Source: an optimization exercise on an open RTL-to-GDS flow (aim: small area and a short achievable clock period). Production flows keep margins and buffers that such runs may drop.
Only simulation tests tie the RTL to the original design; equivalence was not proved.
No activity file was given, so power comes from the tool's default toggle rates.

[flow/config.mk]
export PLATFORM = sky130hd
export DESIGN_NAME = mce_core
export DESIGN_NICKNAME = mce_core
export VERILOG_FILES = /design/flow/design.v
export SDC_FILE = /design/flow/constraint.sdc
export NUM_CORES = 8
export LEC_CHECK = 0
export CAP_MARGIN = 30
export CORE_MARGIN = 2
export CORE_UTILIZATION = 40
export SLEW_MARGIN = 30
export SYNTH_HIERARCHICAL = 1
export TNS_END_PERCENT = 0
[flow/constraint.sdc]
create_clock -name core_clock -period 15.0 [get_ports {clk}]
set_input_delay 3.0000 -clock core_clock [delete_from_list [all_inputs] [get_ports {clk}]]
set_output_delay 3.0000 -clock core_clock [all_outputs]
set_load 0.01 [all_outputs]
[flow/design.v]
module mce_core (
    input  wire         clk,
    input  wire         rst,             
    input  wire         arm,             
    input  wire         stop,            
    input  wire         issue_en,        
    input  wire [13:0]  start_addr,
    input  wire [39:0]  start_va,
    input  wire [14:0]  cslen,
    input  wire [79:0]  cdm,             
    input  wire [255:0] lreg,            
    input  wire [15:1]  cmap_latch,      
    input  wire         hflag,
    input  wire         lclr,
    input  wire [15:1]  cond_in,
    input  wire         fail_any_in,
    input  wire         fail_all_in,
    output wire [13:0]  cs_addr,
    input  wire [159:0] cs_word,
    output wire [11:0]  vtt_idx,
    input  wire [39:0]  vtt_data,
    output wire         issue_valid,
    output wire [39:0]  issue_va,
    output wire [5:0]   issue_tset,
    output wire [3:0]   issue_lset,
    output wire [2:0]   issue_thr,
    output wire         issue_gate,
    output wire         issue_trig,
    output wire         issue_mark,
    output wire [7:0]   issue_evt,
    output wire [3:0]   issue_pmu,
    output wire [3:0]   issue_dacq,
    output wire         busy,
    output wire         waiting,
    output wire [13:0]  upc,
    output wire [39:0]  va,
    output wire [3:0]   lsp,
    output wire [4:0]   rsp,
    output wire [3:0]   flags,
    output wire [17:0]  latches,         
    output wire [3:0]   stopcause,
    output wire [13:0]  faddr,
    output wire         evt_stopflt,
    output wire         evt_cs_parity,
    output wire         evt_wait_to,
    output wire [31:0]  csparerr,
    output wire [31:0]  waitto,
    input  wire [2:0]   cnt_sel,
    output wire [31:0]  cnt_q
);
    reg         busy_q;
    reg  [13:0] upc_q;
    reg  [39:0] va_q;
    reg  [15:0] wcnt_q;                  
    reg  [31:0] cnt_r [0:7];
    reg  [3:0]  flags_q;
    reg         gate_q;
    reg  [17:1] latch_q;
    reg  [2:0]  stopcause_q;
    reg  [13:0] faddr_q;
    reg         evt_stopflt_q, evt_cs_parity_q, evt_wait_to_q;
    reg  [31:0] csparerr_q, waitto_q;
    reg  [3:0]  lsp_q;
    reg  [13:0] ls_start [0:7];
    reg  [2:0]  ls_ctr   [0:7];
    reg  [39:0] ls_va    [0:7];
    reg         ls_rst   [0:7];
    reg  [4:0]  rsp_q;
    reg  [13:0] rs_addr [0:15];
    reg  [39:0] rs_va   [0:15];
    wire [159:0] w = cs_word;
    wire [13:0] f_nxt   = w[13:0];
    wire [2:0]  f_bmode = w[16:14];
    wire [4:0]  f_wsel  = w[37:33];
    wire        f_wpol  = w[38];
    wire [15:0] f_wto   = w[54:39];
    wire [3:0]  f_lop   = w[58:55];
    wire [2:0]  f_lsel  = w[61:59];
    wire [4:0]  f_vop   = w[66:62];
    wire [3:0]  f_cap   = w[84:81];
    wire [3:0]  f_flg   = w[100:97];
    wire [17:0] f_imm   = w[121:104];
    wire [255:0] cnt_flat = {cnt_r[7], cnt_r[6], cnt_r[5], cnt_r[4],
                             cnt_r[3], cnt_r[2], cnt_r[1], cnt_r[0]};
    wire        range_bad = cslen[14] ? 1'b0 :
                            (cslen == 15'd0) ? (upc_q != 14'd0) : (upc_q >= cslen[13:0]);
    wire        par_bad;
    mce_parity u_parity (.w(w), .bad(par_bad));
    wire        attempt  = busy_q & issue_en;
    wire        issuing  = attempt & ~range_bad & ~par_bad;
    wire        first    = ~|wcnt_q;
    wire [17:1] latch_set  = {fail_all_in, fail_any_in, cond_in & cmap_latch};
    wire [17:1] latch_view = latch_q | latch_set;
    wire [31:0] cond;
    assign cond[0]     = 1'b0;
    assign cond[15:1]  = (cmap_latch & latch_view[15:1]) | (~cmap_latch & cond_in);
    assign cond[16]    = 1'b1;
    assign cond[17]    = latch_view[16];
    assign cond[18]    = latch_view[17];
    assign cond[19]    = hflag;
    genvar g;
    generate
        for (g = 0; g < 8; g = g + 1) begin : g_cnz
            assign cond[20 + g] = |cnt_r[g];
        end
    endgenerate
    assign cond[31:28] = flags_q;
    wire [17:1] is_latch = {2'b11, cmap_latch};
    function [17:1] latch_of;
        input [4:0] code;
        input [17:1] il;
        reg [31:0] oh;
        begin
            oh = 32'd1 << code;
            latch_of = {oh[18:17], oh[15:1]} & il;
        end
    endfunction
    wire        has_wait  = |f_wsel;
    wire        wait_seen = cond[f_wsel] ^ f_wpol;
    wire        timed_out = has_wait & ~wait_seen & (|f_wto) & (wcnt_q == f_wto);
    wire        final_iss = ~has_wait | wait_seen | timed_out;
    assign vtt_idx = f_imm[11:0];
    wire [39:0] word_va, va_after;
    mce_va_add u_va_add (
        .va_q(va_q), .vtt_data(vtt_data), .imm(f_imm), .lsel(f_lsel), .cnt(cnt_flat),
        .vop(f_vop[2:0]), .word_va(word_va), .va_after(va_after));
    wire        lsp_empty = (lsp_q == 4'd0);
    wire        lsp_full  = lsp_q[3];
    wire        rsp_empty = (rsp_q == 5'd0);
    wire        rsp_full  = rsp_q[4];
    wire [2:0]  ltop  = lsp_q[2:0] - 3'd1;
    wire [3:0]  rtop  = rsp_q[3:0] - 4'd1;
    wire [2:0]  t_ctr = ls_ctr[ltop];
    wire        bm_multi = (f_bmode >= 3'd1) & (f_bmode <= 3'd4);
    wire        bm_ret   = (f_bmode == 3'd5);
    wire        bm_call  = (f_bmode == 3'd6);
    wire        bm_loop  = (f_bmode == 3'd7);
    wire        lop_wr, lop_begin, lop_brk, same, tc_one, tc_zero;
    wire [31:0] val_a, val_b;
    wire        cn_op_imm  = (f_lop == 4'd1) | (f_lop == 4'd2) | (f_lop == 4'd5);
    wire        cn_op_lreg = (f_lop == 4'd3) | (f_lop == 4'd4) | (f_lop == 4'd6);
    wire        cn_op_dec  = (f_lop == 4'd7);
    wire        cn_op_inc  = (f_lop == 4'd8);
    assign lop_begin = (f_lop >= 4'd1) & (f_lop <= 4'd4);
    assign lop_brk   = (f_lop == 4'd9);
    assign lop_wr    = cn_op_imm | cn_op_lreg | cn_op_dec | cn_op_inc;
    wire [31:0] cn_c_l    = cnt_flat[32*f_lsel +: 32];
    wire [31:0] cn_lreg_l = lreg[32*f_lsel +: 32];
    wire [31:0] cn_c_t    = cnt_flat[32*t_ctr +: 32];
    wire        cn_cl_z   = (cn_c_l == 32'd0);
    wire        cn_cl_1   = (cn_c_l == 32'd1);
    wire        cn_cl_2   = (cn_c_l == 32'd2);
    wire        cn_cl_m   = &cn_c_l;
    wire [31:0] cn_src    = cn_op_imm ? {14'd0, f_imm} : cn_op_lreg ? cn_lreg_l : cn_c_l;
    wire [31:0] cn_s_m1   = cn_src - 32'd1;
    wire [31:0] cn_s_m2   = {cn_src[31:1] - 31'd1, cn_src[0]};
    wire [31:0] cn_s_p1   = cn_src + 32'd1;
    wire [31:0] cn_lop_val = cn_op_dec ? (cn_cl_z ? cn_src : cn_s_m1) :
                             cn_op_inc ? (cn_cl_m ? cn_src : cn_s_p1) : cn_src;
    wire [31:0] cn_lop_m1  = cn_op_dec ? cn_s_m2 :
                             cn_op_inc ? (cn_cl_m ? cn_s_m1 : cn_src) : cn_s_m1;
    wire        cn_lv_one  = cn_op_imm  ? (f_imm == 18'd1) :
                             cn_op_lreg ? (cn_lreg_l == 32'd1) :
                             cn_op_dec  ? cn_cl_2 :
                             cn_op_inc  & cn_cl_z;
    wire        cn_lv_zero = cn_op_imm  ? (f_imm == 18'd0) :
                             cn_op_lreg ? (cn_lreg_l == 32'd0) :
                             cn_op_dec  & (cn_cl_z | cn_cl_1);
    assign same    = lop_wr & (f_lsel == t_ctr);
    assign tc_one  = same ? cn_lv_one  : (cn_c_t == 32'd1);
    assign tc_zero = same ? cn_lv_zero : (cn_c_t == 32'd0);
    assign val_a   = (same & bm_loop & ~cn_lv_one & ~cn_lv_zero) ? cn_lop_m1 : cn_lop_val;
    assign val_b   = cn_c_t - 32'd1;
    wire        lfault = (lop_begin & lsp_full) | (lop_brk & lsp_empty) | (bm_loop & lsp_empty);
    wire        rfault = (bm_ret & rsp_empty) | (bm_call & rsp_full);
    wire        stack_fault = lfault | rfault;
    wire        ls_push  = lop_begin;
    wire        ls_pop   = lop_brk | (bm_loop & tc_one);
    wire        loop_dec = bm_loop & ~tc_one & ~tc_zero;
    wire        loop_back = bm_loop & ~tc_one;
    wire [4:0]  code0 = cdm[5*w[20:17] +: 5];
    wire [4:0]  code1 = cdm[5*w[24:21] +: 5];
    wire [4:0]  code2 = cdm[5*w[28:25] +: 5];
    wire [4:0]  code3 = cdm[5*w[32:29] +: 5];
    wire [3:0]  bbit;
    assign bbit[0] = bm_multi & cond[code0];
    assign bbit[1] = bm_multi & (f_bmode >= 3'd2) & cond[code1];
    assign bbit[2] = bm_multi & (f_bmode >= 3'd3) & cond[code2];
    assign bbit[3] = bm_multi & (f_bmode == 3'd4) & cond[code3];
    wire [13:0] next_pc = bm_ret    ? rs_addr[rtop] :
                          loop_back ? ls_start[ltop] :
                                      {f_nxt[13:4], f_nxt[3:0] | bbit};
    wire        va_from_rs = bm_ret & (f_vop[2:0] == 3'd4);
    wire        va_from_ls = loop_back & ls_rst[ltop];
    wire [39:0] va_saved   = va_from_rs ? rs_va[rtop] : ls_va[ltop];
    wire [17:1] consume = (bbit[0] ? latch_of(code0, is_latch) : 17'd0) |
                          (bbit[1] ? latch_of(code1, is_latch) : 17'd0) |
                          (bbit[2] ? latch_of(code2, is_latch) : 17'd0) |
                          (bbit[3] ? latch_of(code3, is_latch) : 17'd0) |
                          ((has_wait & wait_seen) ? latch_of(f_wsel, is_latch) : 17'd0);
    wire arm_idle    = arm & ~busy_q;
    wire normal_end  = issuing & final_iss & ~timed_out & ~stop;
    wire to_end      = issuing & timed_out & ~stop;
    wire commit      = normal_end & ~stack_fault;
    wire end_flag    = (f_flg == 4'd13);
    wire [1:0] flg_idx = f_flg[1:0] - 2'd1;
    always @(posedge clk) begin
        if (rst) begin
            latch_q <= 17'd0;
        end else begin
            latch_q <= (latch_q & ~(((lclr | arm_idle) ? 17'h1FFFF : 17'd0) |
                                    (commit ? consume : 17'd0))) | latch_set;
        end
    end
    integer n;
    always @(posedge clk) begin
        for (n = 0; n < 8; n = n + 1) begin
            if (rst | arm_idle)
                cnt_r[n] <= 32'd0;
            else if (commit & lop_wr & (f_lsel == n))
                cnt_r[n] <= val_a;
            else if (commit & loop_dec & ~same & (t_ctr == n))
                cnt_r[n] <= val_b;
        end
    end
    always @(posedge clk) begin
        for (n = 0; n < 8; n = n + 1) begin
            if (lsp_q == n) begin
                ls_start[n] <= f_nxt;
                ls_ctr[n]   <= f_lsel;
                ls_va[n]    <= va_after;
                ls_rst[n]   <= f_lop[0];
            end
        end
        for (n = 0; n < 16; n = n + 1) begin
            if (rsp_q == n) begin
                rs_addr[n] <= upc_q + 14'd1;
                rs_va[n]   <= va_after;
            end
        end
    end
    always @(posedge clk) begin
        if (rst) begin
            busy_q <= 1'b0;
            upc_q <= 14'd0;
            va_q <= 40'd0;
            wcnt_q <= 16'd0;
            flags_q <= 4'd0;
            gate_q <= 1'b0;
            stopcause_q <= 3'd0;
            faddr_q <= 14'd0;
            evt_stopflt_q <= 1'b0;
            evt_cs_parity_q <= 1'b0;
            evt_wait_to_q <= 1'b0;
            csparerr_q <= 32'd0;
            waitto_q <= 32'd0;
            lsp_q <= 4'd0;
            rsp_q <= 5'd0;
        end else if (!busy_q) begin
            if (arm) begin
                busy_q <= 1'b1;
                upc_q <= start_addr;
                va_q <= start_va;
                wcnt_q <= 16'd0;
                flags_q <= 4'd0;
                gate_q <= 1'b0;
                stopcause_q <= 3'd0;
                faddr_q <= 14'd0;
                evt_stopflt_q <= 1'b0;
                evt_cs_parity_q <= 1'b0;
                evt_wait_to_q <= 1'b0;
                lsp_q <= 4'd0;
                rsp_q <= 5'd0;
            end
        end else begin
            if (attempt && !range_bad && par_bad)
                csparerr_q <= csparerr_q + 32'd1;
            if (issuing) begin
                va_q <= (commit & (va_from_rs | va_from_ls)) ? va_saved : va_after;
                if (f_cap == 4'd1) gate_q <= 1'b1;
                if (f_cap == 4'd2) gate_q <= 1'b0;
                if (~&wcnt_q) wcnt_q <= wcnt_q + 16'd1;
                if (first) begin
                    if (f_flg >= 4'd1 && f_flg <= 4'd4)   flags_q[flg_idx] <= 1'b1;
                    if (f_flg >= 4'd5 && f_flg <= 4'd8)   flags_q[flg_idx] <= 1'b0;
                    if (f_flg >= 4'd9 && f_flg <= 4'd12)  flags_q[flg_idx] <= ~flags_q[flg_idx];
                end
            end
            if (stop) begin
                busy_q <= 1'b0;
                stopcause_q <= 3'd2;
                faddr_q <= upc_q;
            end else if (attempt && range_bad) begin
                busy_q <= 1'b0;
                stopcause_q <= 3'd7;
                faddr_q <= upc_q;
                evt_stopflt_q <= 1'b1;
            end else if (attempt && par_bad) begin
                busy_q <= 1'b0;
                stopcause_q <= 3'd4;
                faddr_q <= upc_q;
                evt_stopflt_q <= 1'b1;
                evt_cs_parity_q <= 1'b1;
            end else if (to_end) begin
                wcnt_q <= 16'd0;
                upc_q <= {f_nxt[13:1], 1'b1};
                waitto_q <= waitto_q + 32'd1;
                evt_wait_to_q <= 1'b1;
                if (end_flag) begin
                    busy_q <= 1'b0;
                    stopcause_q <= 3'd1;
                    faddr_q <= upc_q;
                end
            end else if (normal_end) begin
                wcnt_q <= 16'd0;
                if (stack_fault) begin
                    busy_q <= 1'b0;
                    stopcause_q <= lfault ? 3'd5 : 3'd6;
                    faddr_q <= upc_q;
                    evt_stopflt_q <= 1'b1;
                end else begin
                    upc_q <= next_pc;
                    if (ls_pop)       lsp_q <= lsp_q - 4'd1;
                    else if (ls_push) lsp_q <= lsp_q + 4'd1;
                    if (bm_ret)       rsp_q <= rsp_q - 5'd1;
                    else if (bm_call) rsp_q <= rsp_q + 5'd1;
                    if (end_flag) begin
                        busy_q <= 1'b0;
                        stopcause_q <= 3'd1;
                        faddr_q <= upc_q;
                    end
                end
            end
        end
    end
    assign cs_addr     = upc_q;
    assign issue_valid = issuing;
    assign issue_va    = word_va;
    assign issue_tset  = w[72:67];
    assign issue_lset  = w[76:73];
    assign issue_thr   = w[103:101];
    assign issue_gate  = (f_cap == 4'd1) | (f_cap == 4'd3) | ((f_cap != 4'd2) & gate_q);
    assign issue_trig  = first & (f_cap == 4'd4);
    assign issue_mark  = first & (f_cap == 4'd5);
    assign issue_evt   = first ? w[92:85] : 8'd0;
    assign issue_pmu   = first ? w[80:77] : 4'd0;
    assign issue_dacq  = first ? w[96:93] : 4'd0;
    assign busy          = busy_q;
    assign waiting       = busy_q & ~first;
    assign upc           = upc_q;
    assign va            = va_q;
    assign lsp           = lsp_q;
    assign rsp           = rsp_q;
    assign flags         = flags_q;
    assign latches       = {latch_q, 1'b0};
    assign stopcause     = {1'b0, stopcause_q};
    assign faddr         = faddr_q;
    assign evt_stopflt   = evt_stopflt_q;
    assign evt_cs_parity = evt_cs_parity_q;
    assign evt_wait_to   = evt_wait_to_q;
    assign csparerr      = csparerr_q;
    assign waitto        = waitto_q;
    assign cnt_q         = cnt_r[cnt_sel];
endmodule
module mce_parity (
    input  wire [159:0] w,
    output wire         bad
);
    wire [7:0] slice_par;
    genvar g;
    generate
        for (g = 0; g < 8; g = g + 1) begin : g_par
            assign slice_par[g] = ^{w[19*g +: 19], w[152 + g]};
        end
    endgenerate
    assign bad = |slice_par;
endmodule
module mce_va_add (
    input  wire [39:0]  va_q,
    input  wire [39:0]  vtt_data,
    input  wire [17:0]  imm,
    input  wire [2:0]   lsel,
    input  wire [255:0] cnt,
    input  wire [2:0]   vop,
    output wire [39:0]  word_va,
    output wire [39:0]  va_after
);
    wire        is_idx  = vop[2] & vop[1];
    wire        is_rel  = vop[2] & vop[0];
    wire        sel_vtt = vop[1];
    wire        inc     = (vop == 3'd0) | (vop == 3'd2) | is_rel | is_idx;
    wire [31:0] cnt_l;
    wire [7:0]  oh;
    mce_dec u_dec (.sel(lsel), .vop(vop), .oh(oh));
    mce_cmux u_cmux (.oh(oh), .cnt(cnt), .q(cnt_l));
    wire [39:0] add_a   = sel_vtt ? vtt_data : va_q;
    wire [39:0] add_b   = {8'd0, cnt_l} | ({40{is_rel}} & {{22{imm[17]}}, imm});
    wire [39:0] pg_p [0:6];
    wire [39:0] pg_g [0:6];
    assign pg_p[0] = add_a ^ add_b;
    assign pg_g[0] = add_a & add_b;
    genvar g, b;
    generate
        for (g = 0; g < 6; g = g + 1) begin : g_ks
            for (b = 0; b < 40; b = b + 1) begin : g_bit
                if (b >= (1 << g)) begin : g_op
                    assign pg_g[g + 1][b] = pg_g[g][b] | (pg_p[g][b] & pg_g[g][b - (1 << g)]);
                    assign pg_p[g + 1][b] = pg_p[g][b] & pg_p[g][b - (1 << g)];
                end else begin : g_pass
                    assign pg_g[g + 1][b] = pg_g[g][b];
                    assign pg_p[g + 1][b] = pg_p[g][b];
                end
            end
        end
    endgenerate
    wire [39:0] cy0 = {pg_g[6][38:0], 1'b0};
    wire [39:0] cy1 = {pg_g[6][38:0] | pg_p[6][38:0], 1'b1};
    assign word_va  = pg_p[0] ^ cy0;
    assign va_after = pg_p[0] ^ (inc ? cy1 : cy0);
endmodule
module mce_dec (
    input  wire [2:0]   sel,
    input  wire [2:0]   vop,
    output wire [7:0]   oh
);
    genvar i;
    generate
        for (i = 0; i < 8; i = i + 1) begin : g_oh
            assign oh[i] = vop[2] & vop[1] & (sel == i);
        end
    endgenerate
endmodule
module mce_cmux (
    input  wire [7:0]   oh,
    input  wire [255:0] cnt,
    output reg  [31:0]  q
);
    integer i;
    always @(*) begin
        q = 32'd0;
        for (i = 0; i < 8; i = i + 1)
            q = q | ({32{oh[i]}} & cnt[32*i +: 32]);
    end
endmodule
[flow/flow/run.sh]
#!/bin/bash
# Standard layout (the standard.sh) with these changes to how it is made:
#  - synthesis: the standard flow's script, but the top module mce_core, whose logic is
#    not timing-critical, is mapped by ABC for area (synth_own.tcl); the
#    critical submodules keep ORFS's speed mapping;
#  - port buffers use the smallest buffer cell;
#  - timing repair aims for more setup slack than the clock period needs;
#  - clock tree: larger sink clusters, no dummy loads.
# Each tool's full output stays in its own log under orfs/logs/; make's output
# goes to flow_make.log in this folder.
set -euo pipefail
export OWN_FLOW_DIR="$PWD/flow"
export OWN_AREA_MODULES="mce_core"
bash standard.sh \
  "SYNTH_SCRIPT=$PWD/flow/synth_own.tcl" \
  "BUFFER_PORTS_ARGS=-buffer_cell sky130_fd_sc_hd__buf_1" \
  SETUP_SLACK_MARGIN=8 \
  "CTS_ARGS=-sink_clustering_enable -repair_clock_nets -dont_use_dummy_load -sink_clustering_size 24 -sink_clustering_max_diameter 100" \
  finish > flow_make.log 2>&1
[flow/flow/abc_area.script]
&get -n
&st
&dch
&nf -R 1000
&st
&syn2
&dch
&nf -R 1000
&put
[flow/flow/synth_own.tcl]
# The standard flow's synthesis script (synth_recipe.tcl) with one change: the modules named
# in OWN_AREA_MODULES are mapped by ABC with an area-oriented script
# (abc_area.script beside this file) instead of ORFS's speed script. Flop
# mapping, names and everything else are those of the standard synthesis.
set own_dir $::env(OWN_FLOW_DIR)
set fh [open $::env(SCRIPTS_DIR)/synth.tcl]
set orfs_synth [read $fh]
close $fh
set call "  log_cmd abc {*}\$abc_args\n"
if {[string first $call $orfs_synth] < 0} { error "synth_own.tcl: ORFS synth.tcl has no abc call to patch" }
set patch {
  set own_area_args [lreplace $abc_args 1 1 [file join $::env(OWN_FLOW_DIR) abc_area.script]]
  set own_amods {}
  set own_smods {}
  foreach m [split [string trim [tee -q -s result.string select -list-mod *]] "\n"] {
    if {[lsearch -exact $::env(OWN_AREA_MODULES) $m] >= 0} { lappend own_amods $m } else { lappend own_smods $m }
  }
  if {[llength $own_amods]} { log_cmd abc {*}$own_area_args {*}$own_amods }
  if {[llength $own_smods]} { log_cmd abc {*}$abc_args {*}$own_smods }
}
set patched [string map [list $call $patch] $orfs_synth]
set fh [open $::env(RESULTS_DIR)/synth_own_orfs.tcl w]
puts -nonewline $fh $patched
close $fh
set fh [open [file join $own_dir .. synth_recipe.tcl]]
set synth_recipe [read $fh]
close $fh
set src {source $::env(SCRIPTS_DIR)/synth.tcl}
if {[string first $src $synth_recipe] < 0} { error "synth_own.tcl: synth_recipe.tcl does not source ORFS synth.tcl" }
set synth_recipe [string map [list $src "source $::env(RESULTS_DIR)/synth_own_orfs.tcl"] $synth_recipe]
eval $synth_recipe
[flow/standard.sh]
#!/bin/bash
# synth_recipe.tcl (not shown) runs the flow's synth.tcl, then flattens the netlist and writes it again
# the make line also repeats each setting of config.mk as NAME=value (left out here)
make -C /OpenROAD-flow-scripts/flow DESIGN_CONFIG=/design/flow/config.mk WORK_HOME=/design/flow/orfs CLKGATE_MAP_FILE= SYNTH_SCRIPT=/design/flow/synth_recipe.tcl "${@:-finish}"
==> flow_metrics.py, run 1 <==
metrics = {
    "synth": {
        "ys_async_sr_fraction_pct": 0,
        "ys_ff_latch": 1770,
        "synthMuxAreaShare_pct": 1.79,
        "yosys_warnings": 16,
        "synth_enable_flop_cells": 1328,
        "ys_top_cells_by_area": "edfxtp_1 (45%), dfxtp_1 (10%), a22oi_1 (5.6%), a21oi_1 (3.6%), nor2_1 (3.4%)",
        "yosysSeqAreaShare_pct": 55.2,
        "synthSimpleGateAreaFrac_pct": 14.0,
        "synth-main-ff-cell": "edfxtp_1",
        "synth_compound_gate_area_share_pct": 22.5,
        "yosysUniqueCellTypes": 102,
        "netlist_area_um2": 88300,
        "synth_top_family_by_area": "compound AO/OA/AOI/OAI gates",
        "synth_xor_xnor_area_share_pct": 3.91,
        "synth_top_area_cell": "edfxtp_1",
        "yosys.area_share.adder_pct": 1.24,
        "synth_cells": 8104,
        "syn_avg_cell_area_um2": 10.9,
        "synth_top_area_share_pct": 45.2,
    },
    "floorplan": {
        "io_pins": 950,
        "rows": 172,
        "core_um2": 220000,
        "die_h_um": 474,
        "die_w_um": 474,
        "dieArea_um2": 225000,
        "start_util_pct": 40.2,
    },
    "cts": {
        "clk_latency_ps": 820,
        "cts.clk_slew.worst_paths_ps": 100,
        "cts_tree": "built",
        "cts_made_buffers": 92,
        "clock_sinks": 1770,
        "cts_max_level": 3,
        "clock_path_buffers": 3,
        "cts_root_buf": "clkbuf_16",
    },
    "timing": {
        "fin_skew_ps": 162,
        "holdWs_ps": 485,
        "setup_violations": 0,
        "worstMarginPinSlew_ps": 1230,
        "drv_slew": 0,
        "setup_slack_ps": 5470,
        "period_share_pct": 63.6,
        "min_period_ps": 9530,
        "slew_headroom_pct": 18.2,
        "finalHoldViolations": 0,
        "fmax_ghz": 0.105,
        "rsz0062_at_grt": "yes",
        "setup_tns_ps": 0,
    },
    "worst_setup_path": {
        "cp-end-kind": "output port",
        "crit_type": "input pin to output port",
        "max_stage_delay_ps": 450,
        "worstPathCellList": "buf_8 > buf_12 > nand2b_4 > nor2_4 > buf_12 > buf_16 > a22oi_2 > nand4_1 > nand2b_4 > ha_4 > nand2_2 > o21ai_0 > a21oi_2 > a21o_1 > nor3b_2 > xnor2_2 > buf_2",
        "worst_path_max_delay_cell": "o21ai_0",
        "reg2reg_depth": 25,
        "path_max_fanout": 8,
        "critPathTopFamily": "simple AND/OR/NAND/NOR gates",
        "required_ps": 12000,
        "critPathBufInv": 5,
        "crit_cells": 17,
        "start_kind": "input pin",
        "critPathArrivalTime_ps": 6530,
    },
    "final_layout": {
        "fin_area_um2": 103000,
        "drive_gt1_share_pct": 10.3,
        "final_cell_mix": "edfxtp_1 (1328), buf_1 (925), nand2_1 (764), nor2_1 (739), a22oi_1 (651)",
        "syn2layout_area_growth_pct": 17.0,
        "layout.nets": 10200,
        "nFillCells": 20700,
        "final_common_cell": "edfxtp_1",
        "utilization_pct": 47.1,
        "fin_cells": 12400,
    },
    "routing": {
        "drt_pass1_iterations": 14,
        "drt_iter0_markers": 14700,
        "drcViolationCount": 0,
        "vias": 87400,
        "drt_wl_total_mm": 496,
        "avgRoutedWirePerCell_um": 40.1,
        "vias_per_cell": 7.07,
        "ant_nets": 0,
    },
    "pwr": {
        "p_sw_mw": 3.51,
        "worst_ir_drop_vdd_v": 0.000101,
        "power_frac_clock_pct": 24.6,
        "p_int_mw": 7.33,
        "power.share.sequential_pct": 51.7,
        "power.total_mw": 10.8,
        "power_leakage_nw": 33.0,
        "powerDensity_nw_per_um2": 105,
        "comb_power_share_pct": 23.6,
        "switching_share_pct": 32.4,
    },
    "placement": {
        "port_buffers": 947,
        "globalplace.congestion": 1.03,
        "pre_cts_slack_ps": 3990,
        "dp_hpwl_mm": 331,
        "dpl_cell_area_um2": 98300,
        "place_inst": 12100,
    },
    "global_route": {
        "grt_start_max_net_pins": 131,
        "antenna_found_initial": 82,
        "overflow": 0,
        "grt_pass1_vias": 79400,
        "grt_pass1_wl_mm": 672,
        "grt_use_total_pct": 42.7,
    },
    "worst_hold_path": {
        "holdPathStages": 2,
        "hp-class": "flip-flop to flip-flop",
    },
    "run": {
        "drv_cap": 0,
    },
    "run_status": {
        "status": "finished clean",
    },
}
power by group through the flow:
stage	Clock (mW)	Combinational, mW	Sequential, mW
after floorplan	0	1.20	5.71
after detailed placement	0	2.35	5.72
final	2.67	2.56	5.61
after global routing	2.82	2.65	5.62
after global placement	0	2.32	5.71
after CTS	2.67	2.41	5.60
cell type report:
class                      instances  area, um^2  area share (%)
sequential                      1770       48700            47.2
multi-input combinational       6104       40900            39.6
timing repair buffer            1341        7220            6.99
tap                             2871        3590            3.48
clock buffer                      92        2300            2.23
inverter                         118         447           0.432
antenna                           59         148           0.143
Yosys stat by module, one instance, submodules excluded:
module,flops+latches,cell area (um^2),times used
mce_core,1770,80900,1
mce_dec,0,88.8,1
mce_va_add,0,4560,1
mce_cmux,0,1340,1
mce_parity,0,1390,1
per-layer routing:
| layer | vias up | share of wire, % | global-route usage [%] | wire (um) |
|---|---|---|---|---|
| li1 | 35400 | - | - | - |
| met1 | 43400 | 36 | 52.2 | 177000 |
| met2 | 6881 | 42 | 62.0 | 209000 |
| met3 | 1664 | 14 | 17.5 | 68300 |
| met4 | 48 | 8.2 | 27.4 | 40600 |
| met5 | - | 0.075 | 0 | 370 |
cell usage after synthesis (52+ instances only):
cell type / instances
a22oi_1: 657
o21ai_0: 383
nand3_1: 224
xnor2_1: 269
a22o_1: 52
o221ai_1: 106
a221oi_1: 172
clkinv_1: 107
a31oi_1: 67
nor3_1: 198
and3_1: 91
nor4_1: 115
a21oi_1: 627
a222oi_1: 276
nand2b_1: 76
nand4_1: 176
nand2_1: 786
mux2i_1: 53
edfxtp_1: 1328
xor2_1: 108
dfxtp_1: 442
nor2_1: 800
ha_1: 86
o22ai_1: 125
timing repair:
action                                  in CTS  in global routing
hold buffers                                 0                  0
setup buffers                               24                 43
endpoints found under the setup margin    1197                503
cloned                                       5                  2
pin swaps                                   33                 43
gates resized for setup                    209                126
logic make-up (layout without fill, tap and decap cells):
logic type               Yosys count  after routing
other                              1             61
AO/OA/AOI/OAI                   2834           2834
flip-flops                      1770           1770
AND/OR/NAND/NOR                 2674           2674
multiplexers                     123            123
adder cells (fa/ha/maj)           87             87
XOR/XNOR                         384            384
buffers and inverters            231           1551
worst paths after layout:
kind,startpoint,end,slack [ps]
min reg2reg,evt_stopflt_q,evt_stopflt_q,480
max,cs_word[59],issue_va[31],5470
max reg2reg,lsp_q[1],cnt_r[6][27],5560
min,evt_stopflt_q,evt_stopflt_q,480
sequential cells by signal, summed over array words and instances, names as in the netlist, 32 cells and up:
signal,cells
va_q,40
ls_va,320
csparerr_q,32
cnt_r,256
rs_addr,224
ls_start,112
waitto_q,32
rs_va,640
worst reg2reg max path, stage by stage, from the launching register on:
cell and delay (ps):
dfxtp_1 520, clkinv_1 260, ha_1 320, xnor2_1 370, and2_2 620, buf_4 690
a22oi_1 200, nand3_1 170, o22a_1 210, nand2_1 80, buf_4 330, o221ai_1 440
nor2_1 60, nor2_1 760, nand3_1 440, nor2_1 410, nand2_1 200, nor4_1 270
buf_4 250, o21ai_0 150, nand4_1 540, or2_0 190, buf_4 480, nand2_2 770
o22ai_1 470, nor2_1 70
==> run 2: changes to the inputs <==
--- a/flow/design.v
+++ b/flow/design.v
@@ -121,9 +121,10 @@
     wire        final_iss = ~has_wait | wait_seen | timed_out;
     assign vtt_idx = f_imm[11:0];
     wire [39:0] word_va, va_after;
+    wire [31:0] cnt_lsel;                    
     mce_va_add u_va_add (
         .va_q(va_q), .vtt_data(vtt_data), .imm(f_imm), .lsel(f_lsel), .cnt(cnt_flat),
-        .vop(f_vop[2:0]), .word_va(word_va), .va_after(va_after));
+        .vop(f_vop[2:0]), .cnt_l(cnt_lsel), .word_va(word_va), .va_after(va_after));
     wire        lsp_empty = (lsp_q == 4'd0);
     wire        lsp_full  = lsp_q[3];
     wire        rsp_empty = (rsp_q == 5'd0);
@@ -144,7 +145,7 @@
     assign lop_begin = (f_lop >= 4'd1) & (f_lop <= 4'd4);
     assign lop_brk   = (f_lop == 4'd9);
     assign lop_wr    = cn_op_imm | cn_op_lreg | cn_op_dec | cn_op_inc;
-    wire [31:0] cn_c_l    = cnt_flat[32*f_lsel +: 32];
+    wire [31:0] cn_c_l    = cnt_lsel;
     wire [31:0] cn_lreg_l = lreg[32*f_lsel +: 32];
     wire [31:0] cn_c_t    = cnt_flat[32*t_ctr +: 32];
     wire        cn_cl_z   = (cn_c_l == 32'd0);
@@ -382,6 +383,7 @@
     input  wire [2:0]   lsel,
     input  wire [255:0] cnt,
     input  wire [2:0]   vop,
+    output wire [31:0]  cnt_l,
     output wire [39:0]  word_va,
     output wire [39:0]  va_after
 );
@@ -389,12 +391,11 @@
     wire        is_rel  = vop[2] & vop[0];
     wire        sel_vtt = vop[1];
     wire        inc     = (vop == 3'd0) | (vop == 3'd2) | is_rel | is_idx;
-    wire [31:0] cnt_l;
     wire [7:0]  oh;
-    mce_dec u_dec (.sel(lsel), .vop(vop), .oh(oh));
+    mce_dec u_dec (.sel(lsel), .oh(oh));
     mce_cmux u_cmux (.oh(oh), .cnt(cnt), .q(cnt_l));
     wire [39:0] add_a   = sel_vtt ? vtt_data : va_q;
-    wire [39:0] add_b   = {8'd0, cnt_l} | ({40{is_rel}} & {{22{imm[17]}}, imm});
+    wire [39:0] add_b   = ({40{is_idx}} & {8'd0, cnt_l}) | ({40{is_rel}} & {{22{imm[17]}}, imm});
     wire [39:0] pg_p [0:6];
     wire [39:0] pg_g [0:6];
     assign pg_p[0] = add_a ^ add_b;
@@ -420,13 +421,12 @@
 endmodule
 module mce_dec (
     input  wire [2:0]   sel,
-    input  wire [2:0]   vop,
     output wire [7:0]   oh
 );
     genvar i;
     generate
         for (i = 0; i < 8; i = i + 1) begin : g_oh
-            assign oh[i] = vop[2] & vop[1] & (sel == i);
+            assign oh[i] = (sel == i);
         end
     endgenerate
 endmodule
==> flow_metrics.py, run 2 <==
metrics = {
    "worst_setup_path": {
        "cp-end-kind": "flip-flop",
        "critPathTopFamily": "simple AND/OR/NAND/NOR gates",
        "crit_type": "flip-flop to flip-flop",
        "path_max_fanout": 41,
        "worst_path_max_delay_cell": "o32a_1",
        "start_kind": "flip-flop",
        "critPathArrivalTime_ps": 10150,
        "critPathBufInv": 7,
        "required_ps": 15560,
        "max_stage_delay_ps": 710,
    },
    "floorplan": {
        "die_w_um": 470,
        "start_util_pct": 40.1,
        "die_h_um": 470,
        "dieArea_um2": 221000,
        "rows": 171,
        "io_pins": 950,
        "core_um2": 217000,
    },
    "timing": {
        "period_share_pct": 63.9,
        "worstMarginPinSlew_ps": 1090,
        "setup_violations": 0,
        "setup_tns_ps": 0,
        "holdWs_ps": 475,
        "fmax_ghz": 0.104,
        "fin_skew_ps": 147,
        "setup_slack_ps": 5410,
        "drv_slew": 0,
        "rsz0062_at_grt": "yes",
        "slew_headroom_pct": 27.2,
        "finalHoldViolations": 0,
        "min_period_ps": 9590,
    },
    "synth": {
        "synth_xor_xnor_area_share_pct": 3.80,
        "synth_enable_flop_cells": 1328,
        "synth_top_area_share_pct": 45.8,
        "synth.most_common_cell": "edfxtp_1",
        "yosys.area_share.adder_pct": 1.27,
        "synth_top_area_cell": "edfxtp_1",
        "ys_top_cells_by_area": "edfxtp_1 (46%), dfxtp_1 (10%), a22oi_1 (5.0%), a21oi_1 (4.0%), nand2_1 (3.1%)",
        "synthMuxAreaShare_pct": 2.08,
        "ys_ff_latch": 1770,
        "ys_async_sr_fraction_pct": 0,
        "yosysSeqAreaShare_pct": 56.0,
        "synth_compound_gate_area_share_pct": 22.8,
        "synth_cells": 7739,
        "yosysUniqueCellTypes": 105,
        "synth-main-ff-cell": "edfxtp_1",
        "syn_avg_cell_area_um2": 11.2,
        "synthSimpleGateAreaFrac_pct": 12.7,
        "yosys_warnings": 16,
        "synth_top_family_by_area": "compound AO/OA/AOI/OAI gates",
        "netlist_area_um2": 87000,
        "synth_common_cells": "edfxtp_1 (1328), nand2_1 (718), a21oi_1 (690)",
    },
    "global_route": {
        "antenna_found_initial": 67,
        "grt_pass1_vias": 76600,
        "grt_pass1_wl_mm": 632,
        "overflow": 0,
        "grt_use_total_pct": 40.5,
        "grt_start_max_net_pins": 87,
    },
    "final_layout": {
        "utilization_pct": 47.0,
        "final_cell_mix": "edfxtp_1 (1328), buf_1 (926), nand2_1 (708), a21oi_1 (657), nor2_1 (601)",
        "layout.nets": 9829,
        "final_common_cell": "edfxtp_1",
        "drive_gt1_share_pct": 10.7,
        "reg.largest.list": "rs_va x640, ls_va x320, cnt_r x256",
        "syn2layout_area_growth_pct": 17.2,
        "largest_reg_flops": 640,
        "fin_area_um2": 102000,
        "largest_register": "rs_va",
    },
    "routing": {
        "wl_met2_mm": 199,
        "drt_wl_total_mm": 469,
        "drt_iter0_markers": 14800,
        "vias_per_cell": 6.98,
        "top_layer": "met5",
        "avgRoutedWirePerCell_um": 39.1,
        "wl_met3_mm": 61.4,
        "drcViolationCount": 0,
        "vias": 83800,
        "drt_pass1_iterations": 17,
        "drt-met1-wl_mm": 174,
        "ant_nets": 0,
    },
    "pwr": {
        "powerDensity_nw_per_um2": 116,
        "worst_ir_drop_vdd_v": 0.000116,
        "power_leakage_nw": 32.9,
    },
    "cts": {
        "cts.clk_slew.worst_paths_ps": 100,
        "clock_path_buffers": 3,
        "cts_root_buf": "clkbuf_16",
        "cts-hold-fix-buffers": 0,
        "cts_made_buffers": 93,
        "cts_max_level": 3,
        "clock_sinks": 1770,
        "clk_latency_ps": 820,
        "cts_tree": "built",
    },
    "worst_hold_path": {
        "hp-class": "flip-flop to flip-flop",
    },
    "placement": {
        "port_buffers": 947,
        "pre_cts_slack_ps": 3550,
        "globalplace.congestion": 1.07,
        "dpl_cell_area_um2": 96700,
        "dp_hpwl_mm": 316,
    },
    "run_status": {
        "status": "finished clean",
    },
    "run": {
        "drv_cap": 0,
    },
}
run 2: tightest hold or removal path: cells and delay by family (launching register included):
| family | cells | cell delay, ps |
|---|---|---|
| AO/OA/AOI/OAI | 1 | 60 |
| flip-flops | 1 | 310 |
| AND/OR/NAND/NOR | 1 | 60 |
run 2: area by class of cell:
cell class	count	area (um^2)
fill	20200	115000
sequential	1770	48700
multi-input combinational	5771	39700
timing repair buffer	1359	7130
tap	2854	3570
clock buffer	93	2330
inverter	100	378
antenna	58	145
run 2: kinds of logic after synthesis:
kind of cell             Yosys count
buffers and inverters            213
flip-flops                      1770
adder cells (fa/ha/maj)           88
AO/OA/AOI/OAI                   2810
XOR/XNOR                         367
other                              1
AND/OR/NAND/NOR                 2349
multiplexers                     141
run 2: routing by layer:
metal	vias up	GRT usage (%)
li1	34200	-
met1	41600	51.7
met2	6604	59.5
met3	1407	13.2
met4	24	24.8
met5	-	0
run 2: worst paths after layout:
| check | startpoint | endpoint | slack, ps | cells after the start |
|---|---|---|---|---|
| worst max-delay path | lsp_q[0] | cnt_r[0][28] | 5410 | 29 |
| worst min-delay path | evt_stopflt_q | evt_stopflt_q | 470 | 2 |
| worst max register to register | lsp_q[0] | cnt_r[0][28] | 5410 | 29 |
| worst min register to register | evt_stopflt_q | evt_stopflt_q | 470 | 2 |
run 2: modules after synthesis, one instance, submodules excluded:
module	cell area, um^2	flops+latches	cells	times used
mce_cmux	1340	0	184	1
mce_core	79900	1770	6801	1
mce_dec	65.1	0	8	1
mce_parity	1390	0	149	1
mce_va_add	4260	0	597	1
run 2: metrics by stage:
step	power, mW	std cells
2_1_floorplan	7.50	7740
3_5_place_dp	8.99	11700
3_3_place_gp	8.95	11700
6_report	11.8	12000
4_1_cts	11.6	11900
5_1_grt	12.1	12000
run 2: report_power, final:
part	total [mW]	internal (mW)	switching, mW	leakage (nW)
combinational	3.38	0.890	2.49	16.0
clock	2.69	1.10	1.59	1.15
sequential	5.76	5.65	0.105	15.8
run 2: repair_timing:
action                                  in CTS  in global routing
buffers inserted                            79                 35
resized for setup                          186                146
pin swaps                                   54                 56
gates cloned                                20                  5
endpoints found under the setup margin    1243                653
==> run 3: changes to the inputs <==
--- a/flow/design.v
+++ b/flow/design.v
@@ -122,16 +122,56 @@
     assign vtt_idx = f_imm[11:0];
     wire [39:0] word_va, va_after;
     wire [31:0] cnt_lsel;                    
+    wire [7:0]  lsel_oh;                     
     mce_va_add u_va_add (
         .va_q(va_q), .vtt_data(vtt_data), .imm(f_imm), .lsel(f_lsel), .cnt(cnt_flat),
-        .vop(f_vop[2:0]), .cnt_l(cnt_lsel), .word_va(word_va), .va_after(va_after));
+        .vop(f_vop[2:0]), .cnt_l(cnt_lsel), .lsel_oh(lsel_oh), .word_va(word_va), .va_after(va_after));
     wire        lsp_empty = (lsp_q == 4'd0);
     wire        lsp_full  = lsp_q[3];
     wire        rsp_empty = (rsp_q == 5'd0);
     wire        rsp_full  = rsp_q[4];
     wire [2:0]  ltop  = lsp_q[2:0] - 3'd1;
     wire [3:0]  rtop  = rsp_q[3:0] - 4'd1;
-    wire [2:0]  t_ctr = ls_ctr[ltop];
+    wire [15:0] rtop_oh;
+    wire [7:0]  ltop_oh, t_oh, sel_oh;
+    mce_dec4 u_rtop_dec (.sel(rtop), .en(~rsp_empty), .oh(rtop_oh));
+    mce_dec3 u_ltop_dec (.sel(ltop), .en(~lsp_empty), .oh(ltop_oh));
+    reg  [13:0] rs_addr_top, ls_start_top;
+    reg  [39:0] rs_va_top, ls_va_top;
+    reg  [2:0]  t_ctr;
+    reg         ls_rst_top;
+    integer r;
+    always @(*) begin
+        rs_addr_top = 14'd0;
+        rs_va_top   = 40'd0;
+        for (r = 0; r < 16; r = r + 1) begin
+            rs_addr_top = rs_addr_top | ({14{rtop_oh[r]}} & rs_addr[r]);
+            rs_va_top   = rs_va_top   | ({40{rtop_oh[r]}} & rs_va[r]);
+        end
+        ls_start_top = 14'd0;
+        ls_va_top    = 40'd0;
+        t_ctr        = 3'd0;
+        ls_rst_top   = 1'b0;
+        for (r = 0; r < 8; r = r + 1) begin
+            ls_start_top = ls_start_top | ({14{ltop_oh[r]}} & ls_start[r]);
+            ls_va_top    = ls_va_top    | ({40{ltop_oh[r]}} & ls_va[r]);
+            t_ctr        = t_ctr        | ({3{ltop_oh[r]}}  & ls_ctr[r]);
+            ls_rst_top   = ls_rst_top   | (ltop_oh[r] & ls_rst[r]);
+        end
+    end
+    mce_dec3 u_t_dec (.sel(t_ctr), .en(1'b1), .oh(t_oh));
+    mce_dec3 u_sel_dec (.sel(cnt_sel), .en(1'b1), .oh(sel_oh));
+    reg  [31:0] lreg_lsel, cnt_top, cnt_out;
+    always @(*) begin
+        lreg_lsel = 32'd0;
+        cnt_top   = 32'd0;
+        cnt_out   = 32'd0;
+        for (r = 0; r < 8; r = r + 1) begin
+            lreg_lsel = lreg_lsel | ({32{lsel_oh[r]}} & lreg[32*r +: 32]);
+            cnt_top   = cnt_top   | ({32{t_oh[r]}}    & cnt_r[r]);
+            cnt_out   = cnt_out   | ({32{sel_oh[r]}}  & cnt_r[r]);
+        end
+    end
     wire        bm_multi = (f_bmode >= 3'd1) & (f_bmode <= 3'd4);
     wire        bm_ret   = (f_bmode == 3'd5);
     wire        bm_call  = (f_bmode == 3'd6);
@@ -146,8 +186,8 @@
     assign lop_brk   = (f_lop == 4'd9);
     assign lop_wr    = cn_op_imm | cn_op_lreg | cn_op_dec | cn_op_inc;
     wire [31:0] cn_c_l    = cnt_lsel;
-    wire [31:0] cn_lreg_l = lreg[32*f_lsel +: 32];
-    wire [31:0] cn_c_t    = cnt_flat[32*t_ctr +: 32];
+    wire [31:0] cn_lreg_l = lreg_lsel;
+    wire [31:0] cn_c_t    = cnt_top;
     wire        cn_cl_z   = (cn_c_l == 32'd0);
     wire        cn_cl_1   = (cn_c_l == 32'd1);
     wire        cn_cl_2   = (cn_c_l == 32'd2);
@@ -188,12 +228,12 @@
     assign bbit[1] = bm_multi & (f_bmode >= 3'd2) & cond[code1];
     assign bbit[2] = bm_multi & (f_bmode >= 3'd3) & cond[code2];
     assign bbit[3] = bm_multi & (f_bmode == 3'd4) & cond[code3];
-    wire [13:0] next_pc = bm_ret    ? rs_addr[rtop] :
-                          loop_back ? ls_start[ltop] :
+    wire [13:0] next_pc = bm_ret    ? rs_addr_top :
+                          loop_back ? ls_start_top :
                                       {f_nxt[13:4], f_nxt[3:0] | bbit};
     wire        va_from_rs = bm_ret & (f_vop[2:0] == 3'd4);
-    wire        va_from_ls = loop_back & ls_rst[ltop];
-    wire [39:0] va_saved   = va_from_rs ? rs_va[rtop] : ls_va[ltop];
+    wire        va_from_ls = loop_back & ls_rst_top;
+    wire [39:0] va_saved   = va_from_rs ? rs_va_top : ls_va_top;
     wire [17:1] consume = (bbit[0] ? latch_of(code0, is_latch) : 17'd0) |
                           (bbit[1] ? latch_of(code1, is_latch) : 17'd0) |
                           (bbit[2] ? latch_of(code2, is_latch) : 17'd0) |
@@ -361,7 +401,7 @@
     assign evt_wait_to   = evt_wait_to_q;
     assign csparerr      = csparerr_q;
     assign waitto        = waitto_q;
-    assign cnt_q         = cnt_r[cnt_sel];
+    assign cnt_q         = cnt_out;
 endmodule
 module mce_parity (
     input  wire [159:0] w,
@@ -384,6 +424,7 @@
     input  wire [255:0] cnt,
     input  wire [2:0]   vop,
     output wire [31:0]  cnt_l,
+    output wire [7:0]   lsel_oh,
     output wire [39:0]  word_va,
     output wire [39:0]  va_after
 );
@@ -394,6 +435,7 @@
     wire [7:0]  oh;
     mce_dec u_dec (.sel(lsel), .oh(oh));
     mce_cmux u_cmux (.oh(oh), .cnt(cnt), .q(cnt_l));
+    assign lsel_oh = oh;
     wire [39:0] add_a   = sel_vtt ? vtt_data : va_q;
     wire [39:0] add_b   = ({40{is_idx}} & {8'd0, cnt_l}) | ({40{is_rel}} & {{22{imm[17]}}, imm});
     wire [39:0] pg_p [0:6];
@@ -442,3 +484,27 @@
             q = q | ({32{oh[i]}} & cnt[32*i +: 32]);
     end
 endmodule
+module mce_dec3 (
+    input  wire [2:0]   sel,
+    input  wire         en,
+    output wire [7:0]   oh
+);
+    genvar i;
+    generate
+        for (i = 0; i < 8; i = i + 1) begin : g_oh
+            assign oh[i] = en & (sel == i);
+        end
+    endgenerate
+endmodule
+module mce_dec4 (
+    input  wire [3:0]   sel,
+    input  wire         en,
+    output wire [15:0]  oh
+);
+    genvar i;
+    generate
+        for (i = 0; i < 16; i = i + 1) begin : g_oh
+            assign oh[i] = en & (sel == i);
+        end
+    endgenerate
+endmodule
==> flow_metrics.py, run 3 <==
metrics = {
    "run_status": {
        "status": "finished clean",
    },
    "timing": {
        "fin_skew_ps": 139,
        "rsz0062_at_grt": "yes",
        "setup_violations": 0,
        "slew_headroom_pct": 13.1,
        "min_period_ps": 9810,
        "setup_tns_ps": 0,
        "finalHoldViolations": 0,
        "period_share_pct": 65.4,
        "drv_slew": 0,
        "worstMarginPinSlew_ps": 1290,
        "fmax_ghz": 0.102,
    },
    "synth": {
        "synth_top_area_share_pct": 46.6,
        "yosysUniqueCellTypes": 110,
        "syn_avg_cell_area_um2": 11.6,
        "synth_cells": 7381,
        "yosys_warnings": 16,
        "synth_common_cells": "edfxtp_1 (1328), nand2_1 (741), a22oi_1 (647)",
        "synth-main-ff-cell": "edfxtp_1",
        "synth_top_area_cell": "edfxtp_1",
        "ys_top_cells_by_area": "edfxtp_1 (47%), dfxtp_1 (10%), a22oi_1 (5.7%), a222oi_1 (5.0%), a21oi_1 (3.5%)",
        "synth_enable_flop_cells": 1328,
        "ys_ff_latch": 1770,
        "ys_async_sr_fraction_pct": 0,
        "synth.most_common_cell": "edfxtp_1",
        "yosysSeqAreaShare_pct": 57.0,
        "netlist_area_um2": 85500,
    },
    "floorplan": {
        "rows": 169,
        "die_h_um": 466,
        "core_um2": 212000,
        "start_util_pct": 40.3,
        "die_w_um": 466,
        "io_pins": 950,
        "dieArea_um2": 218000,
    },
    "final_layout": {
        "utilization_pct": 47.6,
        "layout.nets": 9539,
        "reg.largest.list": "rs_va x640, ls_va x320, cnt_r x256",
        "syn2layout_area_growth_pct": 18.0,
        "drive_gt1_share_pct": 11.3,
        "largest_register": "rs_va",
        "final_common_cell": "edfxtp_1",
        "largest_reg_flops": 640,
        "final_cell_mix": "edfxtp_1 (1328), buf_1 (926), nand2_1 (737), a22oi_1 (620), a21oi_1 (573)",
    },
    "global_route": {
        "use_met1_pct": 54.9,
        "overflow": 0,
        "grt_start_max_net_pins": 88,
        "antenna_found_initial": 50,
        "grt_pass1_wl_mm": 642,
        "grt_use_total_pct": 42.1,
        "grt_pass1_vias": 75500,
        "grt_use_met2_pct": 61.3,
        "grt_util_met3_pct": 14.2,
        "top_usage_layer": "met2",
    },
    "pwr": {
        "p_sw_mw": 3.24,
        "power.share.sequential_pct": 53.9,
        "switching_share_pct": 30.9,
        "power_frac_clock_pct": 25.3,
        "comb_power_share_pct": 20.8,
        "powerDensity_nw_per_um2": 104,
        "p_int_mw": 7.24,
        "power_leakage_nw": 31.9,
        "worst_ir_drop_vdd_v": 0.0000979,
    },
    "placement": {
        "port_buffers": 947,
        "dp_hpwl_mm": 319,
        "globalplace.congestion": 1.05,
    },
    "routing": {
        "drt_wl_total_mm": 479,
        "drcViolationCount": 0,
        "avgRoutedWirePerCell_um": 41.1,
        "drt_iter0_markers": 16300,
        "drt_pass1_iterations": 14,
        "vias": 82900,
        "vias_per_cell": 7.11,
        "ant_nets": 0,
    },
    "worst_setup_path": {
        "start_kind": "input pin",
        "crit_type": "input pin to output port",
        "critPathTopFamily": "compound AO/OA/AOI/OAI gates",
        "critPathArrivalTime_ps": 6810,
        "path_max_fanout": 41,
        "cp-end-kind": "output port",
        "required_ps": 12000,
        "max_stage_delay_ps": 330,
        "worstPathCellList": "buf_8 > buf_12 > buf_12 > nor3_4 > buf_12 > a22oi_2 > nand4_1 > buf_6 > a22o_4 > ha_4 > buf_4 > a21oi_2 > o21ai_1 > a21o_1 > a31oi_2 > o21bai_2 > a31oi_1 > xnor2_1 > buf_1",
        "worst_path_max_delay_cell": "buf_12",
        "critPathBufInv": 7,
        "critPathMostFrequentCell": "buf_12",
    },
    "cts": {
        "clock_path_buffers": 3,
        "cts_root_buf": "clkbuf_16",
        "cts.clk_slew.worst_paths_ps": 100,
        "clk_latency_ps": 820,
        "clock_sinks": 1770,
        "cts_max_level": 3,
        "cts_tree": "built",
        "cts_made_buffers": 90,
    },
    "run": {
        "drv_cap": 0,
    },
    "worst_hold_path": {
        "hp-class": "flip-flop to flip-flop",
    },
}
[run 3: cell count changes in the layout (fill, tap and decap cells not counted), moves of 29 or more]
cell      previous run  this run
o21ai_0            343       247
nand3_1            182       232
a211oi_1            58        87
buf_4              375       411
a21oi_1            657       573
a22oi_1            569       620
o221a_1            101         2
o221ai_1            63        12
o211ai_1            79        40
a222oi_1           243       428
nor2_1             601       356
nand2_1            708       737
o22ai_1             46        17
[run 3: power groups by stage]
stage	Sequential, mW	Clock [mW]	Combinational [mW]
3_3_place_gp	5.75	0	1.96
2_1_floorplan	5.75	0	0.930
3_5_place_dp	5.76	0	1.97
5_1_grt	5.66	2.79	2.23
6_report	5.65	2.65	2.18
4_1_cts	5.65	2.65	2.08
[run 3: per-stage QoR]
step	hold slack, ps	std cells	cell area (um^2)	power, mW	worst slack [ps]
4_1_cts	487	11600	100000	10.4	5340
3_5_place_dp	474	11300	95200	7.73	3670
6_report	487	11700	101000	10.5	5190
3_3_place_gp	454	11300	94900	7.71	3400
2_1_floorplan	464	7397	85800	6.68	6010
5_1_grt	544	11600	101000	10.7	5190
[run 3: per-layer routing]
metal  part of all wire, %  up-vias  routed length [um]
li1                      -    33200                   -
met1                    37    41600              176000
met2                    42     6758              202000
met3                    14     1311               67600
met4                   7.0       30               33500
met5                  0.14        -                 662
[run 3: cell families after synthesis]
group	count (synthesis)	share of synthesized area [%]
adder cells (fa/ha/maj)	82	1.21
multiplexers	130	1.92
buffers and inverters	219	1.34
AO/OA/AOI/OAI	2591	21.9
XOR/XNOR	367	3.86
other	2	0.00878
AND/OR/NAND/NOR	2220	12.7
flip-flops	1770	57.0
[run 3: path summary, 6_finish.rpt]
| check | start | end | slack (ps) | cells past startpoint |
|---|---|---|---|---|
| min | stopcause_q[2] | stopcause_q[2] | 490 | 2 |
| max | cs_word[59] | issue_va[27] | 5190 | 19 |
| min reg2reg | stopcause_q[2] | stopcause_q[2] | 490 | 2 |
| max reg2reg | lsp_q[0] | va_q[30] | 5260 | 28 |
[run 3: final cells by class]
class,count,area (um^2)
Fill cell,19600,111000
Sequential cell,1770,48700
Multi-Input combinational cell,5416,37900
Timing Repair Buffer,1426,8120
Tap cell,2821,3530
Clock buffer,90,2250
Inverter,106,405
Antenna cell,31,77.6
[run 3: modules after synthesis, one instance, submodules excluded, excerpt]
module	times used	cells inside
mce_core	1	6396
mce_dec4	1	23
mce_va_add	1	597
mce_parity	1	149
mce_cmux	1	184
mce_dec3	3	8
[run 3: worst min-delay path, delay by kind of cell, from the launching register on]
family         cells  cell delay (ps)
flip-flops         1              320
AO/OA/AOI/OAI      2              130
[run 3: repair_timing]
| item | CTS | global route |
|---|---|---|
| setup endpoints to repair | 1200 | 600 |
| hold buffers | 0 | 0 |
| pin swaps | 76 | 17 |
| endpoints found under the hold margin | 0 | 0 |
| setup buffers | 148 | 10 |
| gates resized for setup | 274 | 45 |
| gates cloned | 28 | 1 |

## static timing again, ports no longer ideal
How much do the figures lean on ideal ports? The routed layouts below were timed once more, with nothing changed but the port constraints. Step 1: set_driving_cell puts a clkbuf_16 on clk and a buf_2 on each other input, an assumption about the parent block. Step 2 times the ports against the registers' clock, not the clock port: input delays grow and output delays shrink by t, the midpoint of the rising clock arrivals with the driver on. Three values: no drivers, after step 1, after step 2; two values: the first two.
| run | t (ns) | setup WS [ns] | clock arrival spread, ns | worst register clock-pin slew, ns |
|---|---|---|---|---|
| run 1 | 0.838 | 5.465 / 5.354 / 4.689 | 0.162 / 0.162 | 0.11 / 0.11 |
| run 2 | 0.847 | 5.409 / 4.990 / 4.990 | 0.146 / 0.146 | 0.11 / 0.11 |
| run 3 | 0.849 | 5.191 / 5.130 / 4.411 | 0.139 / 0.139 | 0.11 / 0.11 |
After both steps setup and hold are still met in every run listed. For run 3, which loses most, drivers alone change the setup slack by -0.061 ns; drivers and shift together by -0.780 ns.
